What follows belongs to an exercise in optimizing a design on an open flow for small area, a short achievable clock period and few clock cycles per item; a production flow would make more cautious choices.
Where RTL was checked, it was by simulation tests only, not by an equivalence proof against the original.
Function not checked in runs 3 and 4: the RTL went through the layout flow alone.

===== flow/config.mk =====
export PLATFORM = sky130hd
export DESIGN_NAME = aes_enc_core
export DESIGN_NICKNAME = aes_enc_core
export VERILOG_FILES = /design/flow/design.v
export SDC_FILE = /design/flow/constraint.sdc
export NUM_CORES = 8
export LEC_CHECK = 0
export CAP_MARGIN = 20
export CORE_MARGIN = 2
export CORE_UTILIZATION = 50
export SLEW_MARGIN = 20
export SYNTH_HIERARCHICAL = 1

===== flow/constraint.sdc =====
create_clock -name core_clock -period 10.0 [get_ports {clk}]
set_input_delay 2.0000 -clock core_clock [delete_from_list [all_inputs] [get_ports {clk}]]
set_output_delay 2.0000 -clock core_clock [all_outputs]
set_load 0.01 [all_outputs]

===== flow/design.v =====
module aes_sbox_front (
    input  wire [7:0] a,
    output wire [11:0] m
);
    wire g59 = a[4] & a[7];
    wire g58 = ~(a[4] | a[7]);
    wire g60 = ~(g59 | g58);
    wire g85 = ~(g60 | a[1]);
    wire g63 = g60 & a[1];
    wire g86 = ~(g85 | g63);
    wire g88 = g86 & ~a[3];
    wire g87 = ~g86 & a[3];
    wire g0 = g88 | g87;
    wire g56 = a[7] & a[5];
    wire g43 = ~(a[7] | a[5]);
    wire g7 = ~(g56 | g43);
    wire g40 = a[2] & a[4];
    wire g39 = ~(a[2] | a[4]);
    wire g41 = ~(g40 | g39);
    wire g36 = g7 & g41;
    wire g57 = ~(g7 | g41);
    wire g1 = ~(g36 | g57);
    wire g78 = a[3] & a[6];
    wire g77 = ~(a[3] | a[6]);
    wire g79 = ~(g78 | g77);
    wire g81 = g79 & a[5];
    wire g80 = ~(g79 | a[5]);
    wire g82 = ~(g81 | g80);
    wire g99 = ~g86 & g82;
    wire g98 = g86 & ~g82;
    wire g2 = g99 | g98;
    wire g90 = ~g0 & a[0];
    wire g89 = g0 & ~a[0];
    wire g3 = g90 | g89;
    wire g84 = ~g82 & g41;
    wire g83 = g82 & ~g41;
    wire g4 = g84 | g83;
    wire g38 = a[3] & a[2];
    wire g37 = ~(a[3] | a[2]);
    wire g5 = ~(g38 | g37);
    wire g97 = ~g4 & a[1];
    wire g96 = g4 & ~a[1];
    wire g6 = g97 | g96;
    wire g8 = m[11:8];
    wire g104 = ~(g7 | g5);
    wire g102 = g7 & g5;
    wire g45 = a[0] & a[6];
    wire g44 = ~(a[0] | a[6]);
    wire g46 = ~(g45 | g44);
    wire g103 = ~(g102 | g46);
    wire g105 = ~(g104 | g103);
    wire g101 = ~(a[7] | a[1]);
    wire g107 = g105 & ~g101;
    wire g106 = ~g105 & g101;
    wire g108 = ~(g107 | g106);
    wire g9 = ~g108 & g57;
    wire g10 = g108 & ~g57;
    wire g11 = ~(g10 | g9);
    wire g100 = g2 & ~g6;
    wire g12 = g11 & g100;
    wire g13 = ~(g11 | g100);
    wire g14 = ~(g13 | g12);
    wire g91 = ~(g3 | g4);
    wire g47 = ~(g46 | a[1]);
    wire g50 = ~g47 & g43;
    wire g49 = a[7] & a[1];
    wire g51 = ~(g50 | g49);
    wire g48 = g47 & ~g43;
    wire g52 = g51 & ~g48;
    wire g42 = ~(g41 | g5);
    wire g54 = g52 & ~g42;
    wire g53 = ~g52 & g42;
    wire g55 = ~(g54 | g53);
    wire g93 = ~g91 & g55;
    wire g92 = g91 & ~g55;
    wire g94 = ~(g93 | g92);
    wire g64 = ~(g63 | g38);
    wire g62 = ~g37 & a[1];
    wire g65 = ~(g64 | g62);
    wire g61 = g60 & ~a[6];
    wire g68 = ~g65 & g61;
    wire g67 = g62 & ~g60;
    wire g69 = ~(g68 | g67);
    wire g66 = g65 & ~g61;
    wire g70 = g69 & ~g66;
    wire g72 = g70 & ~g57;
    wire g71 = ~g70 & g57;
    wire g73 = ~(g72 | g71);
    wire g75 = ~(g73 | g55);
    wire g74 = g73 & g55;
    wire g76 = ~(g75 | g74);
    wire g95 = g94 & g76;
    wire g15 = ~(g14 | g95);
    wire g16 = g5 & a[0];
    wire g17 = g0 & ~g4;
    wire g18 = g17 & ~g108;
    wire g19 = ~g17 & g108;
    wire g20 = ~(g19 | g18);
    wire g21 = g20 & g16;
    wire g22 = ~(g20 | g16);
    wire g23 = ~(g22 | g21);
    wire g24 = g23 & g14;
    wire g25 = g24 & g76;
    wire g26 = ~(g23 | g95);
    wire g27 = g14 & ~g94;
    wire g28 = ~g23 & g76;
    wire g29 = ~g23 & g14;
    wire g30 = ~(g29 | g94);
    wire g31 = g30 & ~g28;
    wire g32 = ~g30 & g28;
    wire g33 = g30 & ~g76;
    wire g34 = ~g26 & g14;
    wire g35 = ~g34 & g94;
    assign m[8] = ~(g25 | g15);
    assign m[10] = g27 | g26;
    assign m[11] = g32 | g31;
    assign m[9] = ~(g35 | g33);
    assign m[7:0] = { g7, g6, g5, g4, g1, g2, g0, g3 };
endmodule
module aes_sbox_back (
    input  wire [11:0] m,
    output wire [7:0] y
);
    wire g56 = m[9] & ~m[4];
    wire g55 = m[5] & ~m[8];
    wire g59 = ~g56 & g55;
    wire g58 = ~(m[5] | m[9]);
    wire g60 = ~(g59 | g58);
    wire g57 = g56 & ~g55;
    wire g61 = g60 & ~g57;
    wire g101 = m[10] & m[8];
    wire g100 = ~(m[10] | m[8]);
    wire g102 = ~(g101 | g100);
    wire g87 = m[11] & ~m[9];
    wire g86 = ~m[11] & m[9];
    wire g88 = ~(g87 | g86);
    wire g111 = ~(g102 | g88);
    wire g110 = g102 & g88;
    wire g112 = ~(g111 | g110);
    wire g108 = m[6] & m[4];
    wire g107 = ~(m[6] | m[4]);
    wire g109 = ~(g108 | g107);
    wire g113 = ~g112 & g109;
    wire g104 = m[7] & m[5];
    wire g103 = ~(m[7] | m[5]);
    wire g105 = ~(g104 | g103);
    wire g106 = g105 & g102;
    wire g115 = g113 & ~g106;
    wire g114 = ~g113 & g106;
    wire g116 = ~(g115 | g114);
    wire g63 = ~(g61 | g116);
    wire g62 = g61 & g116;
    wire g64 = ~(g63 | g62);
    wire g71 = m[11] & ~m[10];
    wire g70 = ~m[11] & m[10];
    wire g72 = ~(g71 | g70);
    wire g9 = ~g72 & m[3];
    wire g125 = m[2] & m[0];
    wire g124 = ~(m[2] | m[0]);
    wire g126 = ~(g125 | g124);
    wire g90 = m[3] & ~m[1];
    wire g89 = ~m[3] & m[1];
    wire g91 = ~(g90 | g89);
    wire g128 = g126 & ~g91;
    wire g127 = ~g126 & g91;
    wire g129 = ~(g128 | g127);
    wire g130 = g129 & ~g112;
    wire g11 = g9 & ~g130;
    wire g10 = ~g9 & g130;
    wire g12 = ~(g11 | g10);
    wire g8 = m[11] & m[2];
    wire g14 = ~(g12 | g8);
    wire g13 = g12 & g8;
    wire g15 = ~(g14 | g13);
    wire g66 = g64 & ~g15;
    wire g65 = ~g64 & g15;
    wire g67 = ~(g66 | g65);
    wire g39 = m[9] & m[1];
    wire g38 = m[8] & m[0];
    wire g41 = g39 & ~g38;
    wire g40 = ~g39 & g38;
    wire g42 = ~(g41 | g40);
    wire g21 = g126 & g102;
    wire g74 = m[7] & m[10];
    wire g73 = ~g72 & m[6];
    wire g76 = g74 & ~g73;
    wire g75 = ~g74 & g73;
    wire g77 = ~(g76 | g75);
    wire g23 = ~(g21 | g77);
    wire g22 = g21 & g77;
    wire g24 = ~(g23 | g22);
    wire g44 = ~(g42 | g24);
    wire g43 = g42 & g24;
    wire g45 = ~(g44 | g43);
    wire g69 = ~(g67 | g45);
    wire g68 = g67 & g45;
    wire g0 = g69 | g68;
    wire g26 = ~g72 & m[2];
    wire g25 = m[3] & m[10];
    wire g28 = g26 & ~g25;
    wire g27 = ~g26 & g25;
    wire g29 = ~(g28 | g27);
    wire g31 = ~(g29 | g24);
    wire g30 = g29 & g24;
    wire g32 = ~(g31 | g30);
    wire g118 = ~m[1] & m[8];
    wire g117 = ~m[9] & m[0];
    wire g122 = ~g118 & g117;
    wire g119 = ~(m[8] | m[0]);
    wire g120 = ~(g119 | g118);
    wire g121 = ~(g120 | g117);
    wire g123 = ~(g122 | g121);
    wire g132 = ~g130 & g123;
    wire g131 = g130 & ~g123;
    wire g133 = ~(g132 | g131);
    wire g34 = ~(g32 | g133);
    wire g33 = g32 & g133;
    wire g35 = ~(g34 | g33);
    wire g79 = m[4] & m[8];
    wire g78 = m[5] & m[9];
    wire g81 = g79 & ~g78;
    wire g80 = ~g79 & g78;
    wire g82 = ~(g81 | g80);
    wire g54 = ~(g35 | g82);
    wire g53 = g35 & g82;
    wire g1 = ~(g54 | g53);
    wire g92 = ~(g91 | g88);
    wire g47 = ~(g92 | g82);
    wire g46 = g92 & g82;
    wire g48 = ~(g47 | g46);
    wire g52 = ~(g48 | g32);
    wire g51 = g48 & g32;
    wire g2 = g52 | g51;
    wire g50 = ~(g48 | g45);
    wire g49 = g48 & g45;
    wire g3 = g50 | g49;
    wire g140 = g109 & g102;
    wire g139 = g105 & ~g88;
    wire g142 = ~g140 & g139;
    wire g141 = g140 & ~g139;
    wire g143 = ~(g142 | g141);
    wire g37 = ~(g35 | g143);
    wire g36 = g35 & g143;
    wire g4 = g37 | g36;
    wire g17 = g15 & ~g92;
    wire g16 = ~g15 & g92;
    wire g18 = ~(g17 | g16);
    wire g145 = g143 & ~g77;
    wire g144 = ~g143 & g77;
    wire g146 = ~(g145 | g144);
    wire g20 = ~(g18 | g146);
    wire g19 = g18 & g146;
    wire g5 = ~(g20 | g19);
    wire g135 = g133 & ~g116;
    wire g134 = ~g133 & g116;
    wire g136 = ~(g135 | g134);
    wire g96 = m[11] & m[6];
    wire g85 = ~g72 & m[7];
    wire g94 = g92 & ~g85;
    wire g93 = ~g92 & g85;
    wire g95 = ~(g94 | g93);
    wire g98 = g96 & ~g95;
    wire g97 = ~g96 & g95;
    wire g99 = ~(g98 | g97);
    wire g138 = ~(g136 | g99);
    wire g137 = g136 & g99;
    wire g6 = ~(g138 | g137);
    wire g84 = ~g82 & g77;
    wire g83 = g82 & ~g77;
    wire g7 = ~(g84 | g83);
    assign y = { g3, g7, g6, g2, g1, g0, g5, g4 };
endmodule
module aes_mixcol (
    input  wire [31:0] a,
    output wire [31:0] y
);
    wire [7:0] a0 = a[31:24];
    wire [7:0] a1 = a[23:16];
    wire [7:0] a2 = a[15:8];
    wire [7:0] a3 = a[7:0];
    wire [7:0] d0 = {a0[6:0], 1'b0} ^ (a0[7] ? 8'h1b : 8'h00);
    wire [7:0] d1 = {a1[6:0], 1'b0} ^ (a1[7] ? 8'h1b : 8'h00);
    wire [7:0] d2 = {a2[6:0], 1'b0} ^ (a2[7] ? 8'h1b : 8'h00);
    wire [7:0] d3 = {a3[6:0], 1'b0} ^ (a3[7] ? 8'h1b : 8'h00);
    assign y[31:24] = d0 ^ (d1 ^ a1) ^ a2 ^ a3;
    assign y[23:16] = a0 ^ d1 ^ (d2 ^ a2) ^ a3;
    assign y[15:8]  = a0 ^ a1 ^ d2 ^ (d3 ^ a3);
    assign y[7:0]   = (d0 ^ a0) ^ a1 ^ a2 ^ d3;
endmodule
module aes_enc_core (
    input  wire         clk,
    input  wire         rst,         
    input  wire         key_load,    
    input  wire [1:0]   key_len,     
    input  wire [255:0] key,         
    input  wire         in_valid,
    output reg          in_ready,
    input  wire [127:0] in_data,
    output reg          out_valid,
    output wire [127:0] out_data
);
    reg         l128, l192, l256;    
    reg  [3:0]  nr;                  
    reg  [2:0]  kp;                  
    reg         krdy;                
    reg         vS, xS;              
    reg  [3:0]  rS;                  
    reg         vM, xM;              
    reg  [3:0]  rM;                  
    reg         yslot;               
    wire        lastM = (rM == nr);
    wire        contM = vM && !lastM;                
    wire        accept = in_valid && in_ready;
    wire        xacc = accept && !yslot;             
    reg  [255:0] ks;
    reg  [255:0] kw;
    reg  [31:0]  ksi;                
    reg          ksi_rot;            
    reg  [47:0]  km;                 
    wire [31:0] K0 = kw[255:224], K1 = kw[223:192], K2 = kw[191:160], K3 = kw[159:128];
    wire [31:0] K4 = kw[127:96],  K5 = kw[95:64],   K6 = kw[63:32],   K7 = kw[31:0];
    wire [31:0] S7 = ks[31:0];
    wire [31:0] kin = ksi_rot ? {ksi[23:0], ksi[31:24]} : ksi;
    wire [47:0] km_d;
    wire [31:0] kb;                  
    genvar g;
    generate
        for (g = 0; g < 4; g = g + 1) begin : g_ksb
            aes_sbox_front u_f (.a(kin[31-8*g -: 8]), .m(km_d[47-12*g -: 12]));
            aes_sbox_back  u_b (.m(km[47-12*g -: 12]), .y(kb[31-8*g -: 8]));
        end
    endgenerate
    reg         c_en;                
    reg         c_fix;               
    reg  [2:0]  c_b;                 
    reg         c_t4, c_t2;          
    reg  [7:0]  c_rc;                
    reg         c_rot, c_x4;         
    reg         k_sel;               
    wire [31:0] B0 = ({32{c_b[2]}} & K4) | ({32{c_b[1]}} & K2) | ({32{c_b[0]}} & K0);
    wire [31:0] B1 = ({32{c_b[2]}} & K5) | ({32{c_b[1]}} & K3) | ({32{c_b[0]}} & K1);
    wire [31:0] B2 = ({32{c_b[2]}} & K6) | ({32{c_b[1]}} & K4) | ({32{c_b[0]}} & K2);
    wire [31:0] B3 = ({32{c_b[2]}} & K7) | ({32{c_b[1]}} & K5) | ({32{c_b[0]}} & K3);
    wire        c01 = !(c_t4 | c_t2);                
    wire        c23 = !c_t2;                         
    wire [31:0] rcw = {c_rc, 24'h000000};
    wire [31:0] Q01 = B0 ^ B1;
    wire [31:0] Q23 = B2 ^ B3;
    wire [31:0] zQ  = {32{!c_t4}} & Q01;
    wire [31:0] e0  = ({32{c_t4 | c_t2}} & K7) ^ ({32{c01}} & rcw);
    wire [31:0] e2  = ({32{c_t2}} & K7) ^ ({32{c23}} & rcw);
    wire [31:0] P0 = B0 ^ e0;
    wire [31:0] P1 = Q01 ^ e0;
    wire [31:0] P2 = zQ ^ (B2 ^ e2);
    wire [31:0] P3 = zQ ^ (Q23 ^ e2);
    wire [31:0] n0 = P0 ^ ({32{c01}} & kb);
    wire [31:0] n1 = P1 ^ ({32{c01}} & kb);
    wire [31:0] n2 = P2 ^ ({32{c23}} & kb);
    wire [31:0] n3 = P3 ^ ({32{c23}} & kb);
    wire [31:0] P3x = zQ ^ ((Q23 ^ e2) ^ ({32{c_x4}} & (K6 ^ K7)));
    wire [31:0] nx  = P3x ^ ({32{c23}} & kb);
    reg  [127:0] s;                  
    reg  [191:0] m;                  
    reg  [127:0] outr;
    assign out_data = outr;
    wire [127:0] ark = s ^ kw[255:128];
    wire [191:0] m_d;
    wire [127:0] sb;                 
    generate
        for (g = 0; g < 16; g = g + 1) begin : g_sb
            aes_sbox_front u_f (.a(ark[127-8*g -: 8]), .m(m_d[191-12*g -: 12]));
            aes_sbox_back  u_b (.m(m[191-12*g -: 12]), .y(sb[127-8*g -: 8]));
        end
    endgenerate
    wire [127:0] sub;
    genvar c, r;
    generate
        for (c = 0; c < 4; c = c + 1) begin : g_col
            for (r = 0; r < 4; r = r + 1) begin : g_row
                assign sub[127-8*(4*c+r) -: 8] = sb[127-8*(4*((c+r)%4)+r) -: 8];
            end
        end
    endgenerate
    wire [127:0] mix;
    generate
        for (c = 0; c < 4; c = c + 1) begin : g_mix
            aes_mixcol u_mc (.a(sub[127-32*c -: 32]), .y(mix[127-32*c -: 32]));
        end
    endgenerate
    always @(posedge clk) begin
        m    <= m_d;
        s    <= contM ? mix : in_data;
        outr <= sub ^ kw[127:0];
        km   <= km_d;
        ksi     <= k_sel ? nx : S7;
        ksi_rot <= k_sel ? c_rot : 1'b1;
    end
    function [3:0] mod3;             
        input [3:0] r;
        mod3 = r % 3;
    endfunction
    function [7:0] rcon_of;          
        input [3:0] r;
        input       a128, a192;
        reg   [3:0] e;
        begin
            if (a128)      e = r;                           
            else if (a192) e = (r * 2 + 1) / 3;             
            else           e = (r - 1) / 2;                 
            case (e)
                4'd0: rcon_of = 8'h01;
                4'd1: rcon_of = 8'h02;
                4'd2: rcon_of = 8'h04;
                4'd3: rcon_of = 8'h08;
                4'd4: rcon_of = 8'h10;
                4'd5: rcon_of = 8'h20;
                4'd6: rcon_of = 8'h40;
                4'd7: rcon_of = 8'h80;
                4'd8: rcon_of = 8'h1b;
                default: rcon_of = 8'h36;
            endcase
        end
    endfunction
    wire        vS_n = contM || accept;
    wire        xS_n = contM ? xM : !yslot;
    wire [3:0]  rS_n = contM ? rM + 4'd1 : 4'd1;
    wire        np_n = (!vS_n || rS_n == nr) && (!vS || rS == nr);
    wire [2:0]  kp_n = key_load ? 3'd1 : (kp == 3'd0 || kp == 3'd7) ? kp : kp + 3'd1;
    wire        krdy_n = key_load ? (key_len == 2'd2) :
                         (krdy || (kp_n >= 3'd3));
    wire        st_n = vS && xS && (rS != nr);
    wire [3:0]  r1   = rS + 4'd1;    
    wire [3:0]  m3c  = mod3(rS);
    wire [3:0]  m3n  = mod3(r1);
    always @(posedge clk) begin
        if (rst) begin
            krdy      <= 1'b0;
            kp        <= 3'd0;
            vS        <= 1'b0;
            vM        <= 1'b0;
            yslot     <= 1'b0;
            in_ready  <= 1'b0;
            out_valid <= 1'b0;
            c_en      <= 1'b0;
            c_fix     <= 1'b0;
        end else begin
            kp        <= kp_n;
            krdy      <= krdy_n;
            vS        <= vS_n;
            vM        <= vS;
            yslot     <= xacc;
            in_ready  <= krdy_n && (np_n || xacc);
            out_valid <= vM && lastM;
            c_en      <= st_n || (kp == 3'd2 && !l256);
            c_fix     <= kp == 3'd2 && !l256;
        end
        k_sel <= !rst && (st_n || (kp == 3'd2 && !l256)) && !key_load;
        xS <= xS_n;
        rS <= rS_n;
        xM <= xS;
        rM <= rS;
        if (kp == 3'd2 && !l256) begin
            c_b   <= 3'b001;
            c_t4  <= 1'b0;
            c_t2  <= 1'b0;
            c_rc  <= 8'h01;
            c_rot <= 1'b1;
            c_x4  <= 1'b0;
        end else begin
            c_b   <= {l128, l192, l256};
            c_t4  <= l192 && m3c == 4'd0;
            c_t2  <= l192 && m3c == 4'd1;
            c_rc  <= (l256 && !rS[0]) ? 8'h00 : rcon_of(rS, l128, l192);
            c_rot <= l128 || (l256 && r1[0]) || (l192 && m3n != 4'd1);
            c_x4  <= l192 && m3n == 4'd0;
        end
        if (key_load) begin
            l128 <= key_len != 2'd1 && key_len != 2'd2;
            l192 <= key_len == 2'd1;
            l256 <= key_len == 2'd2;
            nr   <= (key_len == 2'd1) ? 4'd12 : (key_len == 2'd2) ? 4'd14 : 4'd10;
        end
    end
    always @(posedge clk) begin
        if (key_load) begin
            ks[255:32] <= key[255:32];
            ks[31:0]   <= (key_len == 2'd1) ? key[95:64] :
                          (key_len == 2'd2) ? key[31:0] : key[159:128];
        end else if (c_fix && kp == 3'd3) begin
            if (l128) ks[127:0] <= {n0, n1, n2, n3};
            else      ks[63:0]  <= {n0, n1};
        end
    end
    always @(posedge clk) begin
        if (kp == 3'd1 || xacc)
            kw[255:128] <= ks[255:128];
        else if (c_en && !c_fix)
            kw[255:128] <= kw[127:0];
        if (kp == 3'd1 || (vS && xS && rS == 4'd1))
            kw[127:0] <= ks[127:0];
        else if (c_en && !c_fix)
            kw[127:0] <= {n0, n1, n2, n3};
    end
endmodule

===== flow/flow/run.sh =====
#!/bin/bash
# Own layout flow: the standard flow (standard.sh, with its synthesis
# script and steps) with these settings changed:
#  - synthesis maps the logic with the ABC script in flow/abc.script (an
#    area-oriented mapping) instead of ORFS's speed script;
#  - the make variables listed in flow/make_vars.txt (one VAR=value per
#    line) are added to both make runs: among them SETUP_SLACK_MARGIN, so
#    that the timing repair steps aim for extra setup slack and the layout is
#    sized for a short period, although the clock stays at the design's.
# Each tool's output goes to a log file of its own in this folder.
set -uo pipefail
W=$PWD
SD=$W/scripts_own
rm -rf "$SD"; mkdir -p "$SD"
for f in "$FLOW_HOME"/scripts/*; do ln -s "$f" "$SD/"; done
rm -f "$SD/abc_area.script"; cp "$W/flow/abc.script" "$SD/abc_area.script"
VARS=()
if [[ -f "$W/flow/make_vars.txt" ]]; then
  while IFS= read -r line; do
    [[ -z "$line" || "$line" == \#* ]] && continue
    VARS+=("$line")
  done < "$W/flow/make_vars.txt"
fi
bash standard.sh SCRIPTS_DIR="$SD" ABC_AREA=1 "${VARS[@]}" synth > "$W/synth.log" 2>&1 || { tail -30 "$W/synth.log"; exit 1; }
bash standard.sh "${VARS[@]}" finish > "$W/layout.log" 2>&1 || { tail -30 "$W/layout.log"; exit 1; }

===== flow/flow/abc.script =====
&get -n
&st
&dch
&nf -a -R 1000
&put

===== flow/flow/make_vars.txt =====
SETUP_SLACK_MARGIN=6.5
BUFFER_PORTS_ARGS=-buffer_cell sky130_fd_sc_hd__buf_2

===== flow/standard.sh =====
#!/bin/bash
# synth_recipe.tcl (not shown) runs the flow's synth.tcl, then flattens the netlist and writes it again
# the make line also repeats each setting of config.mk as NAME=value (left out here)
make -C /OpenROAD-flow-scripts/flow DESIGN_CONFIG=/design/flow/config.mk WORK_HOME=/design/flow/orfs CLKGATE_MAP_FILE= SYNTH_SCRIPT=/design/flow/synth_recipe.tcl "${@:-finish}"

==> metrics.md, run 1 <==
| Metric | Value |
|---|---|
| First-pass GRT wire length | 326000 µm |
| Cells after Synth | 6357 |
| Critical path fanouts, max | 59 |
| CTS Buffer Depth | 3 |
| MaxCap Viol Count | 0 |
| Cell Area, Synth | 65800 µm² |
| Drt initial violations | 5820 |
| Initial antenna violation count | 26 |
| Worst-path clk slew | 0.06 ns |
| CTS tree | yes |
| Final Critical Period | 3.57 ns |
| Crit path DAT | 4.05 ns |
| Worst endpoint required time | 10.49 ns |
| Critical Path End Type | flop |
| Congestion Overflow GR | 0 |
| Remaining DRCs | 0 |
| DRT antenna net count | 0 |
| DIE AREA | 135000 µm² |
| Synthesis warning total | 7 |
| Synthesized Nets | 6868 |
| Synth area leader | edfxtp_1 |
| Max Freq | 280 MHz |
| Area contributors post-synth | edfxtp_1, xnor2_1, dfxtp_1, xor2_1, mux2_1 |
| CP Launch Type | input port |
| Post-layout net count | 7318 |
| Final setup fails | 0 |
| Vias post-DR | 48500 |
| H-tree Lvls | 3 |
| DIE WIDTH | 367 µm |
| DR vias/cell | 5.60 |
| Slew HR | 11.8% |
| Yosys top cell area share | 23.6% |
| WS Path Type | input port to flop |
| Largest net degree at the start of global routing | 91 |
| 1st-pass router iterations | 13 |
| Routability cong. | 0.964 |
| Final worst setup slack | 6.43 ns |
| Post-synth top cells | xnor2_1, xor2_1, dfxtp_1 |
| Core Region | 131000 µm² |
| Post-synthesis sequential area ratio | 40.8% |
| I/O Pins | 520 |
| #FFs+latches synth | 1083 |
| Filler cell count | 11400 |
| Final WL | 234000 µm |
| Worst-Skew Late Latency | 0.76 ns |
| Slew Viols, Final | 0 |
| Total number of clock tree sinks | 1083 |
| Num CTS Buffers | 120 |
| CTS root buffer | clkbuf_16 |
| Top_reg_cell synth | dfxtp_1 |
| # port buffers | 519 |
| Vias in the first global route | 46600 |
| Final setup TNS | 0 ns |
| Pre-CTS WS | 4.79 ns |
| Library cells used by synthesis | 46 |
| Worst clock skew | 0.0204 ns |
| Die Ht | 367 µm |
| Syn Area/Cell | 10.4 µm² |
| Layout area overhead | 15.8% |
| Asr flop ratio synth | 0% |
| HPWL Detailed | 178000 µm |
| Share of cells above drive strength 1 | 17.1% |
| Sequential cell area | 26900 µm² |
| Most frequent cell after synthesis | xnor2_1 |
| Tightest Pin Transition | 1.32 ns |
| EDFF count, synth | 517 |
| Footprint of the multi-input gates | 38200 µm² |
| Site row count | 133 |
| Routed len/inst | 27.0 µm |
| GRT Total Usage | 33.5% |
| Status | finished clean |
| Worst min path class | flop to flop |
| Final Hold Vio Count | 0 |
| Initial Util | 50.2% |
| RSZ-0062 raised after global routing | true |
| Part of the cycle the worst path needs | 35.7% |
==> critical path, cell delays in order <==
cell and delay (ns):
buf_2 0.08, nand2_1 0.10, nor2_1 0.30, or2_4 0.43, buf_6 0.56, mux2_1 0.40
==> area by class of cell <==
type	count	share of cell area (%)
clock buffer	168	4.55
multi-input combinational	4720	50.2
inverter	216	1.07
sequential	1083	35.3
antenna	5	0.0164
clock inverter	61	0.832
timing repair buffer	666	5.19
tap	1755	2.88
==> stage by stage <==
stage	hold WS [ns]	std cells	util (%)	cell area, µm²
after floorplan	0.382	6357	-	65800
after global placement	0.405	8366	52.5	68900
after detailed placement	0.410	8369	52.5	68900
after CTS	0.418	8627	56.6	74200
after global routing	0.443	8673	58.1	76200
final	0.418	8674	58.1	76200
==> kinds of logic after synthesis <==
group | Yosys count | share of synthesized area (%)
AO/OA/AOI/OAI | 721 | 7.35
buffers and inverters | 557 | 5.12
multiplexers | 404 | 6.75
flip-flops | 1083 | 40.8
AND/OR/NAND/NOR | 1240 | 7.94
XOR/XNOR | 2211 | 29.4
adder cells (fa/ha/maj) | 141 | 2.60
==> routing by layer <==
layer,share of wire (%),vias up,GRT usage (%)
met5,0.029,-,0
met4,5.5,12,16.2
met3,8.4,436,4.63
met2,45,2294,53.0
met1,41,23700,45.1
li1,-,22100,-
==> Yosys stat by module, one instance, submodules excluded <==
module          times used  cell area (µm²)  cells  flops+latches
aes_enc_core             1            41800   3045           1083
aes_mixcol               4             1030    118              0
aes_sbox_back           20              522     73              0
aes_sbox_front          20              473     69              0
==> final timing paths <==
path	slack [ns]	startpoint	endpoint	depth (start not counted)
hold reg to reg	0.42	xS$_DFF_P_	xM$_DFF_P_	0
setup / recovery	6.43	in_valid	kw[178]$_DFFE_PP_	6
hold / removal	0.42	xS$_DFF_P_	xM$_DFF_P_	0
setup reg to reg	6.53	m[143]$_DFF_P_	s[89]$_DFF_P_	10
==> state kept, by name (all words and copies together), names as in the netlist, 2 cells and up <==
register	count
c_b	3
c_rc	8
km	48
kp	3
ks	256
ksi	32
kw	256
m	192
nr	2
outr	128
rM	4
rS	4
s	128
==> cell usage in the layout (no fill, tap or decap), drive strengths merged, types with 2 or more instances in the layout <==
cell	synthesis	layout
or3	2	2
nand3b	3	3
a21boi	3	3
and2	6	7
dfxtp	566	566
inv	0	9
xnor2	1320	1320
or2	4	5
nor3b	4	4
diode	0	5
nor2	436	436
nand2b	86	87
a222oi	128	128
bufinv	0	11
clkbuf	0	168
mux2i	85	85
ha	121	121
maj3	20	20
edfxtp	517	517
clkinvlp	0	7
buf	341	665
a221oi	6	6
o221a	20	20
nand2	553	553
o31ai	2	2
a21oi	264	264
a22oi	21	21
o221ai	51	51
nand3	7	7
mux2	319	319
a211oi	11	11
o22ai	27	27
clkinv	216	250
nor2b	87	87
xor2	891	891
o211ai	39	39
o21ai	141	141
nor3	48	48
==> timing repair <==
item,in CTS,in global routing
endpoints found under the setup margin,505,377
gates cloned,2,2
gates resized for setup,131,222
buffers inserted,27,40
hold buffers,0,0
pin swaps,15,35
Testbench counts, summed over its fixed seeds: cycles 22,059, items 1,687.
==> inputs of run 2 (changes only) <==
--- a/flow/config.mk
+++ b/flow/config.mk
@@ -9,4 +9,3 @@
 export CORE_MARGIN = 2
 export CORE_UTILIZATION = 50
 export SLEW_MARGIN = 20
-export SYNTH_HIERARCHICAL = 1
==> metrics.md, run 2 <==
| Metric | Value |
|---|---|
| Final Critical Period | 3.51 ns |
| Pre-CTS WS | 4.75 ns |
| # port buffers | 519 |
| Slew Viols, Final | 0 |
| RSZ-0062 raised after global routing | true |
| Post-synth top cells | xnor2_1, nand2_1, xor2_1 |
| Cell Area, Synth | 63400 µm² |
| CTS Hold Bufs | 0 |
| Fin util | 59.9% |
| 1st-pass router iterations | 10 |
| Drt initial violations | 6257 |
| Asr flop ratio synth | 0% |
| Share of cells above drive strength 1 | 15.5% |
| Final WL | 236000 µm |
| Largest regs | ks: 256 flops, kw: 256 flops, m: 192 flops |
| Tightest Pin Transition | 1.20 ns |
| Post-synthesis sequential area ratio | 42.4% |
| Synthesis warning total | 1 |
| CP Launch Type | input port |
| Vias post-DR | 49800 |
| I/O Pins | 520 |
| Most frequent cells in the layout | xnor2_1, nand2_1, xor2_1, dfxtp_1, buf_2 |
| Routability cong. | 0.975 |
| Synthesized Nets | 6766 |
| Critical Path End Type | flop |
| Initial Util | 50.4% |
| Initial antenna violation count | 27 |
| Routed len/inst | 26.8 µm |
| Most common cell after layout, fill and taps aside | xnor2_1 |
| #FFs+latches synth | 1083 |
| Critical path fanouts, max | 46 |
| Final Hold Vio Count | 0 |
| Total number of clock tree sinks | 1083 |
| CTS root buffer | clkbuf_16 |
| Status | finished clean |
| CTS tree | yes |
| Part of the cycle the worst path needs | 35.1% |
| Largest net degree at the start of global routing | 179 |
| Area contributors post-synth | edfxtp_1, xnor2_1, dfxtp_1, xor2_1, nand2_1 |
| DR vias/cell | 5.65 |
| DIE AREA | 130000 µm² |
| Worst min path class | flop to flop |
| DIE WIDTH | 360 µm |
| Final worst setup slack | 6.49 ns |
| Top_reg_cell synth | dfxtp_1 |
| CTS Buffer Depth | 3 |
| Die Ht | 360 µm |
| Most frequent cell after synthesis | xnor2_1 |
| Worst endpoint required time | 10.48 ns |
| Core Region | 126000 µm² |
| Final setup TNS | 0 ns |
| Worst clock skew | 0.0252 ns |
| Cells after Synth | 6255 |
| First-pass GRT wire length | 331000 µm |
| GRT Total Usage | 35.3% |
| Library cells used by synthesis | 44 |
| Site row count | 130 |
| Worst-Skew Late Latency | 0.75 ns |
| Crit path DAT | 3.99 ns |
| Worst-path clk slew | 0.06 ns |
| Congestion Overflow GR | 0 |
| H-tree Lvls | 3 |
| Num CTS Buffers | 119 |
| Syn Area/Cell | 10.1 µm² |
| DRT antenna net count | 0 |
| Post-layout net count | 7567 |
| MaxCap Viol Count | 0 |
| Remaining DRCs | 0 |
| Max Freq | 285 MHz |
| Yosys top cell area share | 24.5% |
| Synth area leader | edfxtp_1 |
| HPWL Detailed | 179000 µm |
| EDFF count, synth | 517 |
| Layout area overhead | 18.9% |
| WS Path Type | input port to flop |
| Final setup fails | 0 |
| Vias in the first global route | 47700 |
| Slew HR | 20.0% |
-- run 2: cell type report --
type / instances / area, µm²
clock buffers: 155 / 3380
repair buffers: 674 / 3890
well taps: 1650 / 2060
clock inverters: 67 / 729
fillers: 10900 / 50400
multi-input cells: 5023 / 37800
flip-flops and latches: 1083 / 26900
diodes: 8 / 20.0
inverters: 155 / 593
-- run 2: what timing repair did --
| action | 4_1_cts | 5_1_grt |
|---|---|---|
| cloned | 6 | 1 |
| gates resized for setup | 97 | 162 |
| endpoints found under the setup margin | 407 | 254 |
| pin swaps | 12 | 33 |
| setup buffers | 18 | 34 |
-- run 2: layer usage --
layer | global-route usage (%) | wire length (µm) | vias up
met2 | 55.3 | 104000 | 2352
met5 | 0 | 76 | -
met3 | 7.67 | 23000 | 467
met4 | 15.8 | 13400 | 12
li1 | - | - | 23000
met1 | 46.7 | 95100 | 24000
-- run 2: logic make-up (layout without fill, tap and decap cells) --
family	count (synthesis)	after routing	share of synthesized area, %
AO/OA/AOI/OAI	934	935	9.35
adder cells (fa/ha/maj)	121	121	2.39
buffers and inverters	156	1051	0.924
flip-flops	1083	1083	42.4
XOR/XNOR	2315	2315	32.0
multiplexers	218	218	3.71
AND/OR/NAND/NOR	1428	1434	9.23
other	0	8	0
-- run 2: worst paths after layout --
path | depth (start not counted) | start | slack (ns) | end
setup / recovery | 7 | in_valid | 6.49 | kw[200]$_DFFE_PP_
hold / removal | 0 | xS$_DFF_P_ | 0.36 | xM$_DFF_P_
setup reg to reg | 10 | m[22]$_DFF_P_ | 6.53 | s[77]$_DFF_P_
hold reg to reg | 0 | xS$_DFF_P_ | 0.36 | xM$_DFF_P_
-- run 2: worst max-delay path: stages --
cell,delay [ns]
buf_2,0.08
nand2_1,0.13
nor2_4,0.39
or2_4,0.33
buf_4,0.23
buf_8,0.42
mux2_1,0.38
-- run 2: through the flow --
stage	area [µm²]	hold slack, ns	cells
floorplan	63400	0.331	6255
global route	75300	0.364	8809
finish	75300	0.357	8815
detailed placement	69000	0.338	8526
global placement	69000	0.349	8525
CTS	74000	0.357	8772
==> inputs of run 3 (changes only) <==
--- a/flow/design.v
+++ b/flow/design.v
@@ -332,6 +332,7 @@
     endgenerate
     reg         c_en;                
     reg         c_fix;               
+    reg         c_fixw;              
     reg  [2:0]  c_b;                 
     reg         c_t4, c_t2;          
     reg  [7:0]  c_rc;                
@@ -454,6 +455,7 @@
             c_en      <= st_n || (kp == 3'd2 && !l256);
             c_fix     <= kp == 3'd2 && !l256;
         end
+        c_fixw <= !rst && kp == 3'd2 && !l256 && !key_load;
         k_sel <= !rst && (st_n || (kp == 3'd2 && !l256)) && !key_load;
         xS <= xS_n;
         rS <= rS_n;
@@ -486,13 +488,13 @@
             ks[255:32] <= key[255:32];
             ks[31:0]   <= (key_len == 2'd1) ? key[95:64] :
                           (key_len == 2'd2) ? key[31:0] : key[159:128];
-        end else if (c_fix && kp == 3'd3) begin
+        end else if (c_fixw) begin
             if (l128) ks[127:0] <= {n0, n1, n2, n3};
             else      ks[63:0]  <= {n0, n1};
         end
     end
     always @(posedge clk) begin
-        if (kp == 3'd1 || xacc)
+        if (kp == 3'd1 || (in_ready && !yslot))
             kw[255:128] <= ks[255:128];
         else if (c_en && !c_fix)
             kw[255:128] <= kw[127:0];
--- a/flow/config.mk
+++ b/flow/config.mk
@@ -9,3 +9,4 @@
 export CORE_MARGIN = 2
 export CORE_UTILIZATION = 50
 export SLEW_MARGIN = 20
+export SYNTH_HIERARCHICAL = 1
==> metrics.md, run 3 <==
| Metric | Value |
|---|---|
| Slew HR | 17.8% |
| Worst min path class | flop to flop |
| Area contributors post-synth | edfxtp_1, xnor2_1, dfxtp_1, xor2_1, mux2_1 |
| Critical Path End Type | flop |
| Asr flop ratio synth | 0% |
| I/O Pins | 520 |
| Synth Area in Adders | 2.60% |
| Layout area overhead | 15.0% |
| 1st-pass router iterations | 12 |
| Core Region | 131000 µm² |
| #FFs+latches synth | 1084 |
| Worst-path clk slew | 0.06 ns |
| Final setup TNS | 0 ns |
| Slew Viols, Final | 0 |
| Final WL | 229000 µm |
| Post-synthesis simple-gate area fraction | 7.96% |
| Site row count | 133 |
| R2R Setup Slk | 6.47 ns |
| Share of cells above drive strength 1 | 16.5% |
| RR Endpoint | s[103]$_DFF_P_ |
| GRT Total Usage | 33.0% |
| Most frequent cell after synthesis | xnor2_1 |
| Drt initial violations | 5616 |
| Synthesized Nets | 6874 |
| Final Hold Vio Count | 0 |
| Sequential cell area | 26900 µm² |
| Congestion Overflow GR | 0 |
| HPWL Detailed | 176000 µm |
| Total number of clock tree sinks | 1084 |
| CTS Buffer Depth | 3 |
| First-pass GRT wire length | 323000 µm |
| Vias in the first global route | 46200 |
| Min-delay src | rS[3]$_DFF_P_ |
| CP Launch Type | flop |
| Largest regs | ks: 256 flops, kw: 256 flops, m: 192 flops |
| WS Path Type | flop to flop |
| Routed len/inst | 26.4 µm |
| Initial Util | 50.2% |
| Initial antenna violation count | 22 |
| Part of the cycle the worst path needs | 35.3% |
| MaxCap Viol Count | 0 |
| Mux cell area share after synthesis | 6.79% |
| Crit path DAT | 4.16 ns |
| Cell Area, Synth | 65900 µm² |
| Critical path fanouts, max | 6 |
| DRT antenna net count | 0 |
| Vias post-DR | 48300 |
| Worst endpoint required time | 10.62 ns |
| Final Critical Period | 3.53 ns |
| Worst clock skew | 0.0439 ns |
| Top_reg_cell synth | dfxtp_1 |
| Yosys top cell area share | 23.6% |
| Syn Area/Cell | 10.3 µm² |
| DIE WIDTH | 367 µm |
| Post-Synth XOR/XNOR Area | 29.4% |
| Post-synthesis sequential area ratio | 40.8% |
| Synth area leader | edfxtp_1 |
| Library cells used by synthesis | 44 |
| Remaining DRCs | 0 |
| Final setup fails | 0 |
| R2R Path Start | m[131]$_DFF_P_ |
| Most common cell after layout, fill and taps aside | xnor2_1 |
| CTS tree | yes |
| Die Ht | 367 µm |
| Synthesis warning total | 7 |
| Hold path depth | 0 |
| Routability cong. | 0.968 |
| Post-layout net count | 7331 |
| Main combinational cell family by area after synthesis | XOR/XNOR gates |
| Worst-Skew Late Latency | 0.77 ns |
| Status | finished clean |
| Post-synth top cells | xnor2_1, xor2_1, dfxtp_1 |
| EDFF count, synth | 517 |
| Filler cell count | 11400 |
| Num CTS Buffers | 118 |
| DR vias/cell | 5.57 |
| CTS root buffer | clkbuf_16 |
| DIE AREA | 135000 µm² |
| H-tree Lvls | 3 |
| RSZ-0062 raised after global routing | true |
| Tightest Pin Transition | 1.23 ns |
| # port buffers | 519 |
| Worst Reg-to-Reg Cells | 11 |
| Cells after Synth | 6364 |
| Synth Area in Compound Gates | 7.33% |
| Worst Hold Path EP | rM[3]$_DFF_P_ |
| Footprint of the multi-input gates | 37800 µm² |
| Max Freq | 283 MHz |
| Most frequent cells in the layout | xnor2_1, xor2_1, dfxtp_1, nand2_1, buf_2 |
| Largest net degree at the start of global routing | 151 |
run 3: cell types whose count changed after synthesis, sizes merged, moves of 21 or more:
cell,before,now
nor2b,12,86
xor2,640,890
nor3,17,50
o211ai,72,41
nand2,732,552
mux2,134,319
o21ai,329,137
buf,1,341
xnor2,1675,1321
nand2b,130,88
maj3,0,21
nor2,496,447
clkinv,155,214
run 3: cell families after synthesis:
kind of cell / after synthesis
compound gates: 719
mux: 407
xor+xnor: 2211
buf+inv: 555
simple gates: 1247
flops: 1084
fa+ha+maj: 141
run 3: layout make-up:
cell class,instances,share of cell area (%)
well taps,1755,2.90
multi-input cells,4727,49.9
repair buffers,676,5.26
flip-flops and latches,1084,35.5
clock buffers,162,4.51
inverters,214,1.06
diodes,4,0.0132
clock inverters,62,0.768
run 3: per-stage QoR:
stage	setup slack [ns]	util, %	hold slack [ns]	instances	cell area [µm²]
5_1_grt	6.33	57.7	0.425	8681	75700
2_1_floorplan	0.797	-	0.382	6364	65900
4_1_cts	6.42	56.3	0.427	8618	73900
6_report	6.47	57.7	0.413	8684	75700
3_5_place_dp	5.52	52.6	0.402	8376	69000
3_3_place_gp	5.57	52.6	0.399	8376	69000
run 3: worst max-delay path, stage by stage, from the launching register on:
cell and delay [ns]:
dfxtp_1 0.45, xor2_1 0.31, nand2_1 0.15, xor2_2 0.28, xnor2_1 0.18, xnor2_1 0.40, xor2_1 0.20, buf_4 0.23
xnor2_2 0.13, xnor2_2 0.43, xnor2_1 0.30, mux2_1 0.35
run 3: Yosys stat by module (local to each module, per instance):
| module | cells | times used | flops+latches | cell area (µm²) |
|---|---|---|---|---|
| aes_enc_core | 3052 | 1 | 1084 | 41800 |
| aes_mixcol | 118 | 4 | 0 | 1030 |
| aes_sbox_back | 73 | 20 | 0 | 522 |
| aes_sbox_front | 69 | 20 | 0 | 473 |
run 3: what timing repair did:
action | in CTS | in global routing
hold buffers | 0 | 0
gates resized for setup | 104 | 182
cloned | 2 | 0
pin swaps | 14 | 38
setup endpoints to repair | 249 | 233
setup buffers | 16 | 61
run 3: worst max path at each step:
stage / slack [ns] / depth (start not counted) / end / startpoint
detailed placement: 5.52 / 4 / ks[98]$_DFFE_PP_ / key_load
floorplan: 0.80 / 5 / kw[0]$_DFFE_PP_ / kp[1]$_SDFF_PP0_
CTS: 6.42 / 11 / s[92]$_DFF_P_ / m[142]$_DFF_P_
global route: 6.33 / 10 / s[60]$_DFF_P_ / m[167]$_DFF_P_
finish: 6.47 / 11 / s[103]$_DFF_P_ / m[131]$_DFF_P_
global placement: 5.57 / 4 / ks[98]$_DFFE_PP_ / key_load
run 3: routing by layer:
layer	share of wire (%)	global-route usage, %
met2	45	52.2
met3	8.3	5.13
met4	5.0	15.0
met5	0.013	0
met1	41	44.6
==> inputs of run 4 (changes only) <==
--- a/flow/design.v
+++ b/flow/design.v
@@ -274,18 +274,16 @@
     input  wire [31:0] a,
     output wire [31:0] y
 );
-    wire [7:0] a0 = a[31:24];
-    wire [7:0] a1 = a[23:16];
-    wire [7:0] a2 = a[15:8];
-    wire [7:0] a3 = a[7:0];
-    wire [7:0] d0 = {a0[6:0], 1'b0} ^ (a0[7] ? 8'h1b : 8'h00);
-    wire [7:0] d1 = {a1[6:0], 1'b0} ^ (a1[7] ? 8'h1b : 8'h00);
-    wire [7:0] d2 = {a2[6:0], 1'b0} ^ (a2[7] ? 8'h1b : 8'h00);
-    wire [7:0] d3 = {a3[6:0], 1'b0} ^ (a3[7] ? 8'h1b : 8'h00);
-    assign y[31:24] = d0 ^ (d1 ^ a1) ^ a2 ^ a3;
-    assign y[23:16] = a0 ^ d1 ^ (d2 ^ a2) ^ a3;
-    assign y[15:8]  = a0 ^ a1 ^ d2 ^ (d3 ^ a3);
-    assign y[7:0]   = (d0 ^ a0) ^ a1 ^ a2 ^ d3;
+    wire [7:0] a0 = a[31:24], a1 = a[23:16], a2 = a[15:8], a3 = a[7:0];
+    wire [7:0] p0 = a0 ^ a1, p1 = a1 ^ a2, p2 = a2 ^ a3, p3 = a3 ^ a0;
+    function [7:0] xt;
+        input [7:0] v;
+        xt = {v[6:0], 1'b0} ^ {3'b000, v[7], v[7], 1'b0, v[7], v[7]};
+    endfunction
+    assign y[31:24] = xt(p0) ^ (a1 ^ p2);
+    assign y[23:16] = xt(p1) ^ (a2 ^ p3);
+    assign y[15:8]  = xt(p2) ^ (a3 ^ p0);
+    assign y[7:0]   = xt(p3) ^ (a0 ^ p1);
 endmodule
 module aes_enc_core (
     input  wire         clk,
@@ -396,30 +394,68 @@
         ksi     <= k_sel ? nx : S7;
         ksi_rot <= k_sel ? c_rot : 1'b1;
     end
-    function [3:0] mod3;             
+    function [1:0] mod3;             
         input [3:0] r;
-        mod3 = r % 3;
+        case (r)
+            4'd0: mod3 = 2'd0;
+            4'd1: mod3 = 2'd1;
+            4'd2: mod3 = 2'd2;
+            4'd3: mod3 = 2'd0;
+            4'd4: mod3 = 2'd1;
+            4'd5: mod3 = 2'd2;
+            4'd6: mod3 = 2'd0;
+            4'd7: mod3 = 2'd1;
+            4'd8: mod3 = 2'd2;
+            4'd9: mod3 = 2'd0;
+            4'd10: mod3 = 2'd1;
+            4'd11: mod3 = 2'd2;
+            4'd12: mod3 = 2'd0;
+            4'd13: mod3 = 2'd1;
+            4'd14: mod3 = 2'd2;
+            4'd15: mod3 = 2'd0;
+            default: mod3 = 2'd0;
+        endcase
     endfunction
-    function [7:0] rcon_of;          
+    function [7:0] rcon_of;
         input [3:0] r;
         input       a128, a192;
-        reg   [3:0] e;
         begin
-            if (a128)      e = r;                           
-            else if (a192) e = (r * 2 + 1) / 3;             
-            else           e = (r - 1) / 2;                 
-            case (e)
-                4'd0: rcon_of = 8'h01;
-                4'd1: rcon_of = 8'h02;
-                4'd2: rcon_of = 8'h04;
-                4'd3: rcon_of = 8'h08;
-                4'd4: rcon_of = 8'h10;
-                4'd5: rcon_of = 8'h20;
-                4'd6: rcon_of = 8'h40;
-                4'd7: rcon_of = 8'h80;
-                4'd8: rcon_of = 8'h1b;
-                default: rcon_of = 8'h36;
-            endcase
+            if (a128) begin
+                case (r)
+                    4'd1: rcon_of = 8'h02;
+                    4'd2: rcon_of = 8'h04;
+                    4'd3: rcon_of = 8'h08;
+                    4'd4: rcon_of = 8'h10;
+                    4'd5: rcon_of = 8'h20;
+                    4'd6: rcon_of = 8'h40;
+                    4'd7: rcon_of = 8'h80;
+                    4'd8: rcon_of = 8'h1b;
+                    4'd9: rcon_of = 8'h36;
+                    default: rcon_of = 8'h00;
+                endcase
+            end else if (a192) begin
+                case (r)
+                    4'd2: rcon_of = 8'h02;
+                    4'd3: rcon_of = 8'h04;
+                    4'd5: rcon_of = 8'h08;
+                    4'd6: rcon_of = 8'h10;
+                    4'd8: rcon_of = 8'h20;
+                    4'd9: rcon_of = 8'h40;
+                    4'd11: rcon_of = 8'h80;
+                    default: rcon_of = 8'h00;
+                endcase
+            end else begin
+                case (r)
+                    4'd1: rcon_of = 8'h01;
+                    4'd3: rcon_of = 8'h02;
+                    4'd5: rcon_of = 8'h04;
+                    4'd7: rcon_of = 8'h08;
+                    4'd9: rcon_of = 8'h10;
+                    4'd11: rcon_of = 8'h20;
+                    4'd13: rcon_of = 8'h40;
+                    default: rcon_of = 8'h00;
+                endcase
+            end
         end
     endfunction
     wire        vS_n = contM || accept;
@@ -431,8 +467,8 @@
                          (krdy || (kp_n >= 3'd3));
     wire        st_n = vS && xS && (rS != nr);
     wire [3:0]  r1   = rS + 4'd1;    
-    wire [3:0]  m3c  = mod3(rS);
-    wire [3:0]  m3n  = mod3(r1);
+    wire [1:0]  m3c  = mod3(rS);
+    wire [1:0]  m3n  = mod3(r1);
     always @(posedge clk) begin
         if (rst) begin
             krdy      <= 1'b0;
@@ -470,11 +506,11 @@
             c_x4  <= 1'b0;
         end else begin
             c_b   <= {l128, l192, l256};
-            c_t4  <= l192 && m3c == 4'd0;
-            c_t2  <= l192 && m3c == 4'd1;
-            c_rc  <= (l256 && !rS[0]) ? 8'h00 : rcon_of(rS, l128, l192);
-            c_rot <= l128 || (l256 && r1[0]) || (l192 && m3n != 4'd1);
-            c_x4  <= l192 && m3n == 4'd0;
+            c_t4  <= l192 && m3c == 2'd0;
+            c_t2  <= l192 && m3c == 2'd1;
+            c_rc  <= rcon_of(rS, l128, l192);
+            c_rot <= l128 || (l256 && r1[0]) || (l192 && m3n != 2'd1);
+            c_x4  <= l192 && m3n == 2'd0;
         end
         if (key_load) begin
             l128 <= key_len != 2'd1 && key_len != 2'd2;
--- a/flow/config.mk
+++ b/flow/config.mk
@@ -9,4 +9,3 @@
 export CORE_MARGIN = 2
 export CORE_UTILIZATION = 50
 export SLEW_MARGIN = 20
-export SYNTH_HIERARCHICAL = 1
==> metrics.md, run 4 <==
| Metric | Value |
|---|---|
| DIE WIDTH | 359 µm |
| Synthesized Nets | 6696 |
| Worst clock skew | 0.0419 ns |
| Worst min path class | flop to flop |
| Cell mode on critical path | xnor2_1 |
| First-pass GRT wire length | 320000 µm |
| Initial antenna violation count | 15 |
| Most frequent cells in the layout | xnor2_1, nand2_1, dfxtp_1, xor2_1, buf_2 |
| Layout area overhead | 18.7% |
| CTS root buffer | clkbuf_16 |
| GRT Total Usage | 34.6% |
| Site row count | 130 |
| Die Ht | 359 µm |
| Max Freq | 288 MHz |
| Drt initial violations | 6134 |
| Filler cell count | 10800 |
| # placed instances | 8440 |
| Syn Area/Cell | 10.2 µm² |
| Post-layout net count | 7461 |
| Final Critical Period | 3.47 ns |
| WS Path Type | flop to flop |
| Vias post-DR | 49200 |
| Final setup fails | 0 |
| Critical path fanouts, max | 6 |
| Num CTS Buffers | 118 |
| CTS tree | yes |
| Final setup TNS | 0 ns |
| Grt peak-use layer | met2 |
| Routed len/inst | 26.3 µm |
| I/O Pins | 520 |
| Yosys top cell area share | 24.7% |
| Total number of clock tree sinks | 1094 |
| Routability cong. | 0.989 |
| Share of cells above drive strength 1 | 15.2% |
| EDFF count, synth | 517 |
| Part of the cycle the worst path needs | 34.7% |
| Worst endpoint required time | 10.61 ns |
| Asr flop ratio synth | 0% |
| Final WL | 229000 µm |
| Final Hold Vio Count | 0 |
| Initial Util | 50.2% |
| Slowest cell delay on critical path | 0.59 ns |
| Synthesis warning total | 2 |
| Core Region | 125000 µm² |
| MaxCap Viol Count | 0 |
| DRT antenna net count | 0 |
| Worst-Skew Late Latency | 0.77 ns |
| Slew HR | 17.4% |
| RSZ-0062 raised after global routing | true |
| Tightest Pin Transition | 1.23 ns |
| Non-Filler Instances | 8720 |
| 1st-pass router iterations | 10 |
| Congestion Overflow GR | 0 |
| GR Layer Usage met3 | 6.71% |
| Post-synth top cells | xnor2_1, nand2_1, xor2_1 |
| Cell Area, Synth | 62900 µm² |
| Crit path DAT | 4.08 ns |
| Cells after Synth | 6190 |
| HPWL Detailed | 175000 µm |
| Status | finished clean |
| Critical Path End Type | flop |
| Synth area leader | edfxtp_1 |
| CP Launch Type | flop |
| Slowest CP cell | xnor2_1 |
| Most frequent cell after synthesis | xnor2_1 |
| Largest net degree at the start of global routing | 95 |
| Worst-path clk slew | 0.06 ns |
| Slew Viols, Final | 0 |
| Hold_ws | 0.362 ns |
| #FFs+latches synth | 1094 |
| H-tree Lvls | 3 |
| Library cells used by synthesis | 41 |
| # port buffers | 519 |
| CTS Hold Bufs | 0 |
| M2 GR Usage | 53.2% |
| GR Util met1 | 47.0% |
| Vias in the first global route | 46500 |
| Largest regs | ks: 256 flops, kw: 256 flops, m: 192 flops |
| Cell Chain, Critical Path | xnor2_1, xnor2_1, nor2_1, xnor2_1, xnor2_1, xnor2_1, xnor2_2, xnor2_1, xnor2_1, a21oi_1 |
| DR vias/cell | 5.65 |
| Most common cell after layout, fill and taps aside | xnor2_1 |
| Post-synthesis sequential area ratio | 43.0% |
| CTS Buffer Depth | 3 |
| Top_reg_cell synth | dfxtp_1 |
| Remaining DRCs | 0 |
| DIE AREA | 129000 µm² |
| Area contributors post-synth | edfxtp_1, xnor2_1, dfxtp_1, xor2_1, nand2_1 |
run 4: cell count changes in the layout (fill, tap and decap cells not counted), sizes merged, moves of 14 or more:
cell    delta
xor2     -285
nand2    +256
nor3      -24
buf       -32
a21oi     -37
nor2      +14
mux2     -189
maj3      -21
nor2b     -51
o21ai    +176
xnor2    +328
clkinv    -56
run 4: cell families (layout without fill, tap and decap cells):
| logic type | count (synthesis) | in the layout | share of synthesized area, % |
|---|---|---|---|
| AO/OA/AOI/OAI | 887 | 887 | 9.19 |
| other | 0 | 9 | 0 |
| XOR/XNOR | 2254 | 2254 | 31.4 |
| buffers and inverters | 159 | 1028 | 0.949 |
| multiplexers | 212 | 212 | 3.63 |
| flip-flops | 1094 | 1094 | 43.0 |
| AND/OR/NAND/NOR | 1468 | 1470 | 9.49 |
| adder cells (fa/ha/maj) | 116 | 116 | 2.31 |
run 4: layout make-up:
class / instances / area (µm²) / share of cell area (%)
Timing Repair Buffer: 643 / 3680 / 4.93
Sequential cell: 1094 / 27100 / 36.3
Clock inverter: 68 / 673 / 0.901
Tap cell: 1650 / 2060 / 2.76
Multi-Input combinational cell: 4939 / 37200 / 49.8
Antenna cell: 9 / 22.5 / 0.0302
Clock buffer: 158 / 3370 / 4.52
Inverter: 159 / 606 / 0.811
run 4: per-layer routing:
layer | share of wire, % | vias to the layer above
li1 | - | 22600
met3 | 9.4 | 396
met4 | 5.2 | 8
met5 | 0.022 | -
met1 | 41 | 23900
met2 | 44 | 2321
run 4: through the flow:
step | setup slack, ns | area [µm²] | util (%)
6_report | 6.53 | 74700 | 59.6
5_1_grt | 6.35 | 74700 | 59.6
4_1_cts | 6.27 | 73200 | 58.5
3_5_place_dp | 4.31 | 68500 | 54.7
3_3_place_gp | 4.36 | 68500 | 54.7
2_1_floorplan | 4.37 | 63000 | -
run 4: worst max-delay path, delay by kind of cell, from the launching register on:
kind                      cells  cell delay, ns
AOI/OAI and AO/OA             1            0.14
and+or+nand+nor               1            0.26
xor gates and xnor gates      8            2.55
DFF                           1            0.37
run 4: final timing paths:
| path | start | endpoint | slack (ns) | cells after the start |
|---|---|---|---|---|
| worst max-delay path | m[92]$_DFF_P_ | s[42]$_DFF_P_ | 6.53 | 10 |
| worst min-delay path | xS$_DFF_P_ | xM$_DFF_P_ | 0.36 | 0 |
| worst max register to register | m[92]$_DFF_P_ | s[42]$_DFF_P_ | 6.53 | 10 |
| worst min register to register | xS$_DFF_P_ | xM$_DFF_P_ | 0.36 | 0 |
run 4: what timing repair did:
action | in CTS | in global routing
cloned | 2 | 0
pin swaps | 10 | 17
buffers inserted | 9 | 34
gates resized for setup | 78 | 145
endpoints found under the setup margin | 275 | 270

-- what the ideal ports hide --
No port has a modelled driver above. Below, the same layouts with a new extraction and two added sets of constraints. Step 1 (the two cells are an assumption about what drives the block):
set clk [get_ports {clk}]
set_driving_cell -lib_cell sky130_fd_sc_hd__clkbuf_16 $clk
set_driving_cell -lib_cell sky130_fd_sc_hd__buf_2 [delete_from_list [all_inputs] $clk]
Step 2 adds t to the input delays and takes it off the output delays; t is the mean of the earliest and latest rising clock arrival at the registers after step 1. Input paths then give back, and output paths get back, about the clock's delay inside the block. Three values: no drivers, after step 1, after step 2; two values: the first two.
run	t, ns	setup WS [ns]	worst register clock-pin slew, ns
run 1	0.829	6.433 / 6.494 / 5.665	0.07 / 0.07
run 2	0.815	6.488 / 6.522 / 5.707	0.07 / 0.07
run 3	0.829	6.468 / 6.468 / 5.726	0.07 / 0.07
run 4	0.831	6.531 / 6.531 / 5.767	0.07 / 0.07
After both steps setup and hold are still met in every run listed. The setup slack of run 2, which loses most, moves by +0.034 ns with the drivers and by -0.781 ns with both steps.
